From an optimization exercise on the open Yosys and OpenROAD flow, aimed at small area, a short achievable clock period and few clock cycles per item; shortcuts taken in it are not production practice.
The RTL was checked by simulation tests, not by an equivalence proof against the original design.

==> try-delta: inputs <==
// aes_slice
module aes_slice (
    input  wire         clk,
    input  wire         rst,
    input  wire         key_load,
    input  wire         key256,
    input  wire [255:0] key_in,
    input  wire         start,
    input  wire         decrypt,
    input  wire [127:0] din,
    output wire         busy,
    output reg          done,
    output reg  [127:0] dout
);
==> flow/config.mk <==
export PLATFORM = sky130hd
export DESIGN_NAME = aes_slice
export DESIGN_NICKNAME = aes_slice
export VERILOG_FILES = /design/flow/design.v
export SDC_FILE = /design/flow/constraint.sdc
export NUM_CORES = 4
export LEC_CHECK = 0
export ABC_AREA = 1
export CAP_MARGIN = 20
export CORE_MARGIN = 2
export CORE_UTILIZATION = 40
export PLACE_DENSITY = 0.6
export SETUP_SLACK_MARGIN = 4.0
export SLEW_MARGIN = 20
==> flow/constraint.sdc <==
create_clock -name core_clock -period 8.5 [get_ports {clk}]
set_input_delay 1.7000 -clock core_clock [delete_from_list [all_inputs] [get_ports {clk}]]
set_output_delay 1.7000 -clock core_clock [all_outputs]
set_load 0.01 [all_outputs]
standard.sh (not shown) runs the stock make flow with config.mk's settings and CLKGATE_MAP_FILE= SYNTH_SCRIPT=/design/flow/synth_recipe.tcl, a recipe that flattens the netlist after the stock synthesis.
==> flow/flow/run.sh <==
#!/bin/bash
# Layout flow: the standard layout (standard.sh, ORFS synthesis to
# final layout, unchanged), except that Yosys's extraction of full and half
# adders is turned off (ADDER_MAP_FILE empty). The AES logic is almost all
# XOR, and the extracted ha/fa cells map it slower and larger than plain
# gates. Registers and their names are those of the standard synthesis.
# ORFS writes each step's full log under orfs/logs/; make's own output goes
# to flow_make.log here.
set -euo pipefail
bash standard.sh ADDER_MAP_FILE= finish > flow_make.log 2>&1
==> try-harbor (differences from try-delta) <==
--- a/flow/design.v
+++ b/flow/design.v
@@ -17,17 +17,14 @@
     reg         dvalid;      
     reg         xp_on;       
     reg         xp_ph;       
     reg [3:0]   xp_r;        
     reg [47:0]  xp_t;        
-    reg [47:0]  tke, tkd;    
-    reg         tkev;        
     reg [127:0] s;
     reg [191:0] m;
     reg [255:0] ws, wm;      
     reg [47:0]  tk;          
-    reg [31:0]  swm;         
     reg         vs, vm;      
     reg         ds, dm;      
     reg         ks, km;      
     reg [3:0]   rs, rm;      
     reg         lastm;       
@@ -564,28 +561,26 @@
         input [31:0]  sw;
         input         k2;
         input         back;
         input [3:0]   r;
         reg           type_a;
-        reg [31:0]    t, c, y0, y1, y2, y3;
+        reg [31:0]    t, n0, n1, n2, n3, y0, y1, y2, y3;
         begin
             type_a = !k2 || (back ? !r[0] : r[0]);
-            t = type_a ? {sw[23:0], sw[31:24]} : sw;
-            c = {(type_a ? rcon(k2, back, r) : 8'h00), 24'd0};
+            t = (type_a ? {sw[23:0], sw[31:24]} : sw) ^ {(type_a ? rcon(k2, back, r) : 8'h00), 24'd0};
             if (back) begin
                 y0 = k2 ? w[127:96] : w[255:224];
                 y1 = k2 ? w[95:64]  : w[223:192];
                 y2 = k2 ? w[63:32]  : w[191:160];
                 y3 = k2 ? w[31:0]   : w[159:128];
-                key_step = {(y0 ^ c) ^ t, y1 ^ y0, y2 ^ y1, y3 ^ y2, w[255:128]};
+                key_step = {y0 ^ t, y1 ^ y0, y2 ^ y1, y3 ^ y2, w[255:128]};
             end else begin
-                y0 = w[255:224] ^ c;
-                y1 = y0 ^ w[223:192];
-                y2 = y1 ^ w[191:160];
-                y3 = y2 ^ w[159:128];
-                key_step = {(k2 ? w[127:0] : {y0 ^ t, y1 ^ t, y2 ^ t, y3 ^ t}),
-                            y0 ^ t, y1 ^ t, y2 ^ t, y3 ^ t};
+                n0 = w[255:224] ^ t;
+                n1 = w[223:192] ^ n0;
+                n2 = w[191:160] ^ n1;
+                n3 = w[159:128] ^ n2;
+                key_step = {(k2 ? w[127:0] : {n0, n1, n2, n3}), n0, n1, n2, n3};
             end
         end
     endfunction
     wire [127:0] s_in = ds ? inv_shift_rows(s) : shift_rows(s);
     wire [191:0] m_next;
@@ -594,12 +589,10 @@
         for (gi = 0; gi < 16; gi = gi + 1) begin : g_sa
             assign m_next[12*gi +: 12] = sbd_a(s_in[8*gi +: 8], ds);
         end
     endgenerate
     wire [255:0] wm_next = key_step(ws, key_sb_b(tk), ks, ds, rs);
-    wire [31:0]  swm_next = ds ? (ks ? (ws[31:0] ^ ws[63:32]) : (ws[159:128] ^ ws[223:192]))
-                               : wm_next[31:0];
     wire [127:0] rk = wm[255:128];
     wire [127:0] sb;
     generate
         for (gi = 0; gi < 16; gi = gi + 1) begin : g_sb
             assign sb[8*gi +: 8] = sbd_b(m[12*gi +: 12], dm);
@@ -618,56 +611,48 @@
     wire       dvalid_n = !acc_key && (dvalid || xp_end);
     wire       vs_n     = dispatch_q || (vm && !lastm);
     wire       ks_n     = dispatch_q ? k256 : km;
     wire       vm_n     = vs;
     wire       lastm_n  = ds ? (rs == 4'd0) : (rs == (ks ? 4'd14 : 4'd10));
-    wire       tkev_n   = !acc_key && (tkev || (xp_on && xp_ph && xp_r == 4'd1));
     wire       disp_n   = pv_n && (!vm_n || lastm_n) && (!vs_n || !ks_n || k256_n)
-                          && (pd_n ? dvalid_n : tkev_n);
+                          && (!pd_n || dvalid_n);
     assign busy = busy_q;
     always @(posedge clk) begin
         done <= vm && lastm;
         dout <= rout;
         dispatch_q <= disp_n;
         busy_q     <= pv_n && !disp_n;
         lastm      <= lastm_n;
         pv         <= pv_n;
         m  <= m_next;
         wm <= wm_next;
-        swm <= swm_next;
         vm <= vs;
         dm <= ds;
         km <= ks;
         rm <= rs;
         if (dispatch_q) begin
             s  <= pdin ^ src[255:128];
             ws <= src;
-            tk <= pd ? tkd : tke;
+            tk <= key_sb_a(sw_sel(src, k256, pd));
             vs <= 1'b1;
             ds <= pd;
             ks <= k256;
             rs <= pd ? nr - 4'd1 : 4'd1;
         end else begin
             s  <= rout;
             ws <= wm;
-            tk <= key_sb_a(swm);
+            tk <= key_sb_a(sw_sel(wm, km, dm));
             vs <= vm && !lastm;
             ds <= dm;
             ks <= km;
             rs <= dm ? rm - 4'd1 : rm + 4'd1;
         end
         if (xp_on) begin
             xp_ph <= !xp_ph;
             if (!xp_ph) begin
                 xp_t <= key_sb_a(sw_sel(kd, k256, 1'b0));
             end else begin
-                if (xp_r == 4'd1) begin
-                    tke  <= xp_t;
-                    tkev <= 1'b1;
-                end
-                if (xp_r == nr)
-                    tkd <= xp_t;
                 kd   <= key_step(kd, key_sb_b(xp_t), k256, 1'b0, xp_r);
                 xp_r <= xp_r + 4'd1;
                 if (xp_r == nr) begin
                     xp_on  <= 1'b0;
                     dvalid <= 1'b1;
@@ -681,11 +666,10 @@
         if (acc_key) begin
             ke     <= key_in;
             kd     <= key_in;
             k256   <= key256;
             dvalid <= 1'b0;
-            tkev   <= 1'b0;
             xp_on  <= 1'b1;
             xp_ph  <= 1'b0;
             xp_r   <= 4'd1;
         end
         if (rst) begin
@@ -695,9 +679,8 @@
             pv         <= 1'b0;
             busy_q     <= 1'b0;
             dispatch_q <= 1'b0;
             xp_on      <= 1'b0;
             dvalid     <= 1'b0;
-            tkev       <= 1'b0;
         end
     end
 endmodule
SETUP_SLACK_MARGIN = 4.5   (was 4.0)
==> try-zinc (differences from try-delta) <==
--- a/flow/design.v
+++ b/flow/design.v
@@ -17,25 +17,19 @@
     reg         dvalid;      
     reg         xp_on;       
     reg         xp_ph;       
     reg [3:0]   xp_r;        
     reg [47:0]  xp_t;        
-    reg [47:0]  tke, tkd;    
-    reg         tkev;        
     reg [127:0] s;
     reg [191:0] m;
     reg [255:0] ws, wm;      
     reg [47:0]  tk;          
-    reg [31:0]  swm;         
     reg         vs, vm;      
     reg         ds, dm;      
     reg         ks, km;      
     reg [3:0]   rs, rm;      
-    reg         lastm;       
     reg         pv;
-    reg         busy_q;      
-    reg         dispatch_q;  
     reg         pd;
     reg [127:0] pdin;
     function [11:0] sbf_a;
         input [7:0] a;
         reg t1, t2, t3, t4, t5, t6, t7, t8, t9, t10, t11, t12, t13, t14, t15, t16, t17, t18, t19, t20, t21, t22, t23, t24, t25, t26, t27, t28, t29, t30, t31, t32, t33, t34, t35, t36, t37, t38, t39, t40, t41, t42, t43, t44, t45, t46, t47, t48, t49, t50, t51, t52, t53, t54, t55, t56, t57, t58, t59, t60, t61, t62, t63, t64, t65, t66, t67, t68, t69, t70, t71, t72, t73, t74, t75, t76, t77, t78, t79, t80, t81, t82;
@@ -544,48 +538,49 @@
     endfunction
     function [7:0] rcon;
         input       k2;
         input       back;
         input [3:0] r;
-        reg   [3:0] i;
         begin
-            i = k2 ? ((back ? r + 4'd2 : r + 4'd1) >> 1) : (back ? r + 4'd1 : r);
-            rcon[0] = (i == 4'd1) || (i == 4'd9);
-            rcon[1] = (i == 4'd2) || (i == 4'd9) || (i == 4'd10);
-            rcon[2] = (i == 4'd3) || (i == 4'd10);
-            rcon[3] = (i == 4'd4) || (i == 4'd9);
-            rcon[4] = (i == 4'd5) || (i == 4'd9) || (i == 4'd10);
-            rcon[5] = (i == 4'd6) || (i == 4'd10);
-            rcon[6] = (i == 4'd7);
-            rcon[7] = (i == 4'd8);
+            case ({k2, back, r})
+                {2'b00, 4'd1},  {2'b01, 4'd0},  {2'b10, 4'd1},  {2'b11, 4'd0}:  rcon = 8'h01;
+                {2'b00, 4'd2},  {2'b01, 4'd1},  {2'b10, 4'd3},  {2'b11, 4'd2}:  rcon = 8'h02;
+                {2'b00, 4'd3},  {2'b01, 4'd2},  {2'b10, 4'd5},  {2'b11, 4'd4}:  rcon = 8'h04;
+                {2'b00, 4'd4},  {2'b01, 4'd3},  {2'b10, 4'd7},  {2'b11, 4'd6}:  rcon = 8'h08;
+                {2'b00, 4'd5},  {2'b01, 4'd4},  {2'b10, 4'd9},  {2'b11, 4'd8}:  rcon = 8'h10;
+                {2'b00, 4'd6},  {2'b01, 4'd5},  {2'b10, 4'd11}, {2'b11, 4'd10}: rcon = 8'h20;
+                {2'b00, 4'd7},  {2'b01, 4'd6},  {2'b10, 4'd13}, {2'b11, 4'd12}: rcon = 8'h40;
+                {2'b00, 4'd8},  {2'b01, 4'd7}:                                  rcon = 8'h80;
+                {2'b00, 4'd9},  {2'b01, 4'd8}:                                  rcon = 8'h1b;
+                {2'b00, 4'd10}, {2'b01, 4'd9}:                                  rcon = 8'h36;
+                default:                                                        rcon = 8'h00;
+            endcase
         end
     endfunction
     function [255:0] key_step;
         input [255:0] w;
         input [31:0]  sw;
         input         k2;
         input         back;
         input [3:0]   r;
         reg           type_a;
-        reg [31:0]    t, c, y0, y1, y2, y3;
+        reg [31:0]    t, n0, n1, n2, n3, y0, y1, y2, y3;
         begin
             type_a = !k2 || (back ? !r[0] : r[0]);
-            t = type_a ? {sw[23:0], sw[31:24]} : sw;
-            c = {(type_a ? rcon(k2, back, r) : 8'h00), 24'd0};
+            t = (type_a ? {sw[23:0], sw[31:24]} : sw) ^ {(type_a ? rcon(k2, back, r) : 8'h00), 24'd0};
             if (back) begin
                 y0 = k2 ? w[127:96] : w[255:224];
                 y1 = k2 ? w[95:64]  : w[223:192];
                 y2 = k2 ? w[63:32]  : w[191:160];
                 y3 = k2 ? w[31:0]   : w[159:128];
-                key_step = {(y0 ^ c) ^ t, y1 ^ y0, y2 ^ y1, y3 ^ y2, w[255:128]};
+                key_step = {y0 ^ t, y1 ^ y0, y2 ^ y1, y3 ^ y2, w[255:128]};
             end else begin
-                y0 = w[255:224] ^ c;
-                y1 = y0 ^ w[223:192];
-                y2 = y1 ^ w[191:160];
-                y3 = y2 ^ w[159:128];
-                key_step = {(k2 ? w[127:0] : {y0 ^ t, y1 ^ t, y2 ^ t, y3 ^ t}),
-                            y0 ^ t, y1 ^ t, y2 ^ t, y3 ^ t};
+                n0 = w[255:224] ^ t;
+                n1 = w[223:192] ^ n0;
+                n2 = w[191:160] ^ n1;
+                n3 = w[159:128] ^ n2;
+                key_step = {(k2 ? w[127:0] : {n0, n1, n2, n3}), n0, n1, n2, n3};
             end
         end
     endfunction
     wire [127:0] s_in = ds ? inv_shift_rows(s) : shift_rows(s);
     wire [191:0] m_next;
@@ -594,110 +589,89 @@
         for (gi = 0; gi < 16; gi = gi + 1) begin : g_sa
             assign m_next[12*gi +: 12] = sbd_a(s_in[8*gi +: 8], ds);
         end
     endgenerate
     wire [255:0] wm_next = key_step(ws, key_sb_b(tk), ks, ds, rs);
-    wire [31:0]  swm_next = ds ? (ks ? (ws[31:0] ^ ws[63:32]) : (ws[159:128] ^ ws[223:192]))
-                               : wm_next[31:0];
-    wire [127:0] rk = wm[255:128];
+    wire [3:0]   nrm   = km ? 4'd14 : 4'd10;
+    wire         lastm = dm ? (rm == 4'd0) : (rm == nrm);
+    wire [127:0] rk    = wm[255:128];
     wire [127:0] sb;
     generate
         for (gi = 0; gi < 16; gi = gi + 1) begin : g_sb
             assign sb[8*gi +: 8] = sbd_b(m[12*gi +: 12], dm);
         end
     endgenerate
     wire [127:0] mc   = mix_columns(dm ? pre_inv_mix(sb ^ rk) : sb);
     wire [127:0] rout = (lastm ? sb : mc) ^ ((dm && !lastm) ? 128'd0 : rk);
     wire [3:0] nr = k256 ? 4'd14 : 4'd10;
-    wire acc_key = key_load && !busy_q;
-    wire acc_blk = start && !busy_q;
+    wire slot_free = !vm || lastm;
+    wire order_ok  = !vs || !ks || k256;
+    wire dispatch  = pv && slot_free && order_ok && (!pd || dvalid);
+    assign busy = pv && !dispatch;
+    wire acc_key = key_load && !busy;
+    wire acc_blk = start && !busy;
     wire [255:0] src = pd ? kd : ke;
-    wire       xp_end   = xp_on && xp_ph && (xp_r == nr);
-    wire       pv_n     = acc_blk || (pv && !dispatch_q);
-    wire       pd_n     = acc_blk ? decrypt : pd;
-    wire       k256_n   = acc_key ? key256 : k256;
-    wire       dvalid_n = !acc_key && (dvalid || xp_end);
-    wire       vs_n     = dispatch_q || (vm && !lastm);
-    wire       ks_n     = dispatch_q ? k256 : km;
-    wire       vm_n     = vs;
-    wire       lastm_n  = ds ? (rs == 4'd0) : (rs == (ks ? 4'd14 : 4'd10));
-    wire       tkev_n   = !acc_key && (tkev || (xp_on && xp_ph && xp_r == 4'd1));
-    wire       disp_n   = pv_n && (!vm_n || lastm_n) && (!vs_n || !ks_n || k256_n)
-                          && (pd_n ? dvalid_n : tkev_n);
-    assign busy = busy_q;
     always @(posedge clk) begin
         done <= vm && lastm;
         dout <= rout;
-        dispatch_q <= disp_n;
-        busy_q     <= pv_n && !disp_n;
-        lastm      <= lastm_n;
-        pv         <= pv_n;
         m  <= m_next;
         wm <= wm_next;
-        swm <= swm_next;
         vm <= vs;
         dm <= ds;
         km <= ks;
         rm <= rs;
-        if (dispatch_q) begin
+        if (dispatch) begin
             s  <= pdin ^ src[255:128];
             ws <= src;
-            tk <= pd ? tkd : tke;
+            tk <= key_sb_a(sw_sel(src, k256, pd));
             vs <= 1'b1;
             ds <= pd;
             ks <= k256;
             rs <= pd ? nr - 4'd1 : 4'd1;
         end else begin
             s  <= rout;
             ws <= wm;
-            tk <= key_sb_a(swm);
+            tk <= key_sb_a(sw_sel(wm, km, dm));
             vs <= vm && !lastm;
             ds <= dm;
             ks <= km;
             rs <= dm ? rm - 4'd1 : rm + 4'd1;
         end
         if (xp_on) begin
             xp_ph <= !xp_ph;
             if (!xp_ph) begin
                 xp_t <= key_sb_a(sw_sel(kd, k256, 1'b0));
             end else begin
-                if (xp_r == 4'd1) begin
-                    tke  <= xp_t;
-                    tkev <= 1'b1;
-                end
-                if (xp_r == nr)
-                    tkd <= xp_t;
                 kd   <= key_step(kd, key_sb_b(xp_t), k256, 1'b0, xp_r);
                 xp_r <= xp_r + 4'd1;
                 if (xp_r == nr) begin
                     xp_on  <= 1'b0;
                     dvalid <= 1'b1;
                 end
             end
         end
+        if (dispatch)
+            pv <= 1'b0;
         if (acc_blk) begin
+            pv   <= 1'b1;
             pd   <= decrypt;
             pdin <= din;
         end
         if (acc_key) begin
             ke     <= key_in;
             kd     <= key_in;
             k256   <= key256;
             dvalid <= 1'b0;
-            tkev   <= 1'b0;
             xp_on  <= 1'b1;
             xp_ph  <= 1'b0;
             xp_r   <= 4'd1;
         end
         if (rst) begin
-            done       <= 1'b0;
-            vs         <= 1'b0;
-            vm         <= 1'b0;
-            pv         <= 1'b0;
-            busy_q     <= 1'b0;
-            dispatch_q <= 1'b0;
-            xp_on      <= 1'b0;
-            dvalid     <= 1'b0;
-            tkev       <= 1'b0;
+            done   <= 1'b0;
+            vs     <= 1'b0;
+            vm     <= 1'b0;
+            pv     <= 1'b0;
+            xp_on  <= 1'b0;
+            dvalid <= 1'b0;
         end
     end
 endmodule
==> flow/run.sh (new file) <==
#!/bin/bash
# synth_recipe.tcl (not shown) runs the flow's synth.tcl, then flattens the netlist and writes it again
# the make line also repeats each setting of config.mk as NAME=value (left out here)
make -C /OpenROAD-flow-scripts/flow DESIGN_CONFIG=/design/flow/config.mk WORK_HOME=/design/flow/orfs CLKGATE_MAP_FILE= SYNTH_SCRIPT=/design/flow/synth_recipe.tcl finish
SETUP_SLACK_MARGIN = unset   (was 4.0)
removed: flow/flow/run.sh
removed: flow/standard.sh
==> try-yarrow (differences from try-delta) <==
SETUP_SLACK_MARGIN = 4.25   (was 4.0)
==> summary of the runs <==
- Non-clock buffer count, highest first: try-harbor, try-yarrow, try-delta, try-zinc.
- In die area, try-yarrow and try-delta do not differ.
- try-yarrow went through all stages and came out clean. try-zinc passed the timing, design-rule and antenna checks. try-harbor completed with no timing, DRC or antenna violations. try-delta went through all stages and came out clean.
- Via count, lowest first: try-delta, try-yarrow, try-zinc, try-harbor.
- Critical path depth, lowest first: try-zinc, try-delta, try-harbor, try-yarrow.
- Of try-yarrow and try-harbor, try-harbor has the higher core utilization (gap 4.7 points).
- The lowest register-to-register slack belongs to try-zinc, the highest to try-harbor.
Testbench counts of try-delta, summed over its fixed seeds: cycles 4,864, blocks 384.
Testbench counts of try-harbor, summed over its fixed seeds: cycles 4,861, blocks 384.
Testbench counts of try-zinc, summed over its fixed seeds: cycles 4,861, blocks 384.
Testbench counts of try-yarrow, summed over its fixed seeds: cycles 4,864, blocks 384.

## afterwards: timing with drivers on the ports
Ports are ideal in the flow. The routed layouts listed here were re-timed in OpenROAD.
Step 1 (the two cells are an assumption about what drives the block):
set clk [get_ports {clk}]
set_driving_cell -lib_cell sky130_fd_sc_hd__clkbuf_16 $clk
set_driving_cell -lib_cell sky130_fd_sc_hd__buf_2 [delete_from_list [all_inputs] $clk]
Step 2 adds t to the input delays and takes it off the output delays; t is the mean of the earliest and latest rising clock arrival at the registers after step 1. Input paths then give back, and output paths get back, about the clock's delay inside the block.
a / b / c = ideal ports / drivers / drivers and shift; a / b = the first two.
| run | shift t [ns] | setup WS [ns] | hold slack, ns | cell pins on the clock port's net |
|---|---|---|---|---|
| try-delta | 1.024 | 4.049 / 4.049 / 3.873 | 0.347 / 0.347 / 0.347 | 1 |
| try-harbor | 1.014 | 4.396 / 4.396 / 3.586 | 0.394 / 0.394 / 0.394 | 1 |
| try-zinc | 1.012 | 1.604 / 1.488 / 2.499 | 0.327 / 0.327 / 0.327 | 1 |
| try-yarrow | 1.022 | 4.283 / 4.283 / 3.843 | 0.357 / 0.357 / 0.357 | 1 |
After both steps setup and hold are still met in every run listed. The setup slack of try-harbor, which loses most, moves by 0.000 ns with the drivers and by -0.810 ns with both steps.
